This design comes from an exercise in tuning for small area, a short achievable clock period and few clock cycles per item on the open sky130 flow, not from production work.
In this exercise RTL edits were held to simulation tests only and were not proved equivalent to the original.

// aes_encrypt_core
module aes_encrypt_core (
    input  wire         clk,
    input  wire         rst,         
    input  wire         start,
    input  wire         key_256,     
    input  wire [255:0] key,
    input  wire [127:0] block_in,
    output wire         ready,
    output wire         done,
    output wire [127:0] block_out
);
    reg [127:0] m1;          
    reg [127:0] ka1;         
    reg [127:0] kb1;         
    reg [7:0]   rcon1;       
    reg [3:0]   rnd1;
    reg         mode1;       
    reg         rot1;        
    reg         v1;          
    reg [223:0] d2;          
    reg [55:0]  kc2;         
    reg [127:0] ka2;
    reg [127:0] kb2;
    reg [7:0]   rcon2;       
    reg [7:0]   rcon_n2;     
    reg [3:0]   rnd2;
    reg         mode2;
    reg         last2;       
    reg         v2;
    reg [255:0] d3;          
    reg [63:0]  kc3;         
    reg [127:0] ka3;
    reg [127:0] kb3;
    reg [7:0]   rcon3;
    reg [7:0]   rcon_n3;
    reg [3:0]   rnd3;
    reg         mode3;
  ...
Size: about 7700 cells after synthesis, roughly 1700 flip-flops, about 520 I/O pins, ~76000 µm² of cells after synthesis.
==> flow/config.mk <==
export PLATFORM = sky130hd
export DESIGN_NAME = aes_encrypt_core
export DESIGN_NICKNAME = aes_encrypt_core
export VERILOG_FILES = /design/flow/design.v
export SDC_FILE = /design/flow/constraint.sdc
export NUM_CORES = 4
export LEC_CHECK = 0
export CAP_MARGIN = 20
export CORE_MARGIN = 2
export CORE_UTILIZATION = 60
export CTS_BUF_LIST = sky130_fd_sc_hd__clkbuf_16
export CTS_CLUSTER_DIAMETER = 80
export CTS_CLUSTER_SIZE = 20
export PLACE_DENSITY = 0.7
export SETUP_SLACK_MARGIN = 3.3
export SLEW_MARGIN = 20
export SYNTH_HIERARCHICAL = 1
export SYNTH_MINIMUM_KEEP_SIZE = 0
==> flow/constraint.sdc <==
create_clock -name core_clock -period 6.0 [get_ports {clk}]
set_input_delay 1.2000 -clock core_clock [delete_from_list [all_inputs] [get_ports {clk}]]
set_output_delay 1.2000 -clock core_clock [all_outputs]
set_load 0.01 [all_outputs]
standard.sh (not shown) runs the stock make flow with config.mk's settings and CLKGATE_MAP_FILE= SYNTH_SCRIPT=/design/flow/synth_recipe.tcl, a recipe that flattens the netlist after the stock synthesis.
==> flow/flow/run.sh <==
#!/bin/bash
# The standard layout (standard.sh, unchanged synthesis), with the input and
# output port buffers made from the smallest buffer cell.
set -euo pipefail
export BUFFER_PORTS_ARGS="-buffer_cell sky130_fd_sc_hd__buf_1"
bash standard.sh > standard.log 2>&1
The baseline produced a clean layout.
Testbench counts at the start, summed over its fixed seeds: cycles 30,968, items 2,400.
Next try:
- CORE_UTILIZATION: 60 -> 50
- CTS_BUF_LIST: sky130_fd_sc_hd__clkbuf_16 -> sky130_fd_sc_hd__clkbuf_8
- CTS_CLUSTER_DIAMETER: 80 -> 60
- CTS_CLUSTER_SIZE: 20 -> 15
- PLACE_DENSITY: 0.7 -> 0.6
Final cell count rises by a few percent.
Non-clock buffer count rises by 11.
Critical path depth rises by 4.
Final area rises slightly.
Global-route usage falls by 3.6 points.
Area after synthesis does not change.
Worst hold slack is worse by 14 ps.
Wire length rises by a few percent.
Clock skew rises by 26 ps.
Via count falls slightly.
Next try:
- ABC_AREA: default -> 1
- CTS_BUF_LIST: sky130_fd_sc_hd__clkbuf_8 -> sky130_fd_sc_hd__clkbuf_16
- CTS_CLUSTER_DIAMETER: 60 -> 80
- CTS_CLUSTER_SIZE: 15 -> 20
- die area increases by about 40%
- critical path depth falls by 9
- fmax grows by about 1.4%
- synthesized area went up by 39%
- cell area climbs by about 40%
- setup slack gets better by 38 ps
- non-clock buffer count falls by 65
Next try:
- ABC_AREA: 1 -> default
- CTS_BUF_LIST: sky130_fd_sc_hd__clkbuf_16 -> sky130_fd_sc_hd__clkbuf_8
- CTS_CLUSTER_DIAMETER: 80 -> default
- CTS_CLUSTER_SIZE: 20 -> 30
- SETUP_SLACK_MARGIN: 3.3 -> 3.5
Outcome:
- wire length went down by 33%
- count of clock-buffer cells in the layout climbs by 259
- synthesized cell count goes down by 59%
- via count shrinks by 49%

==> static timing again, ports no longer ideal <==
The results above use ideal ports. As a check the final layouts listed here were re-extracted and re-timed, cells and wires unchanged. Step 1: set_driving_cell puts a clkbuf_16 on clk and a buf_2 on each other input, an assumption about the parent block. Step 2 also shifts input and output timing later by t, the mid clock arrival at the registers, as if the neighbouring blocks saw the same clock. a / b / c = no drivers / after step 1 / after step 2; a / b = the first two.
run | t (ns) | slack for setup (ns) | worst setup path after step 2 | latest minus earliest clock arrival (ns) | worst register clock-pin slew, ns
the first run | 0.770 | 3.303 / 3.303 / 3.303 | register to register | 0.028 / 0.027 | 0.09 / 0.09
the second run | 0.986 | 3.314 / 3.308 / 3.314 | register to register | 0.054 / 0.053 | 0.10 / 0.10
the third run | 0.886 | 3.351 / 3.259 / 3.418 | register to register | 0.051 / 0.050 | 0.09 / 0.09
the fourth run | 1.054 | 3.271 / 3.196 / 3.374 | register to register | 0.107 / 0.107 | 0.07 / 0.07
After both steps setup and hold are still met in every run listed.
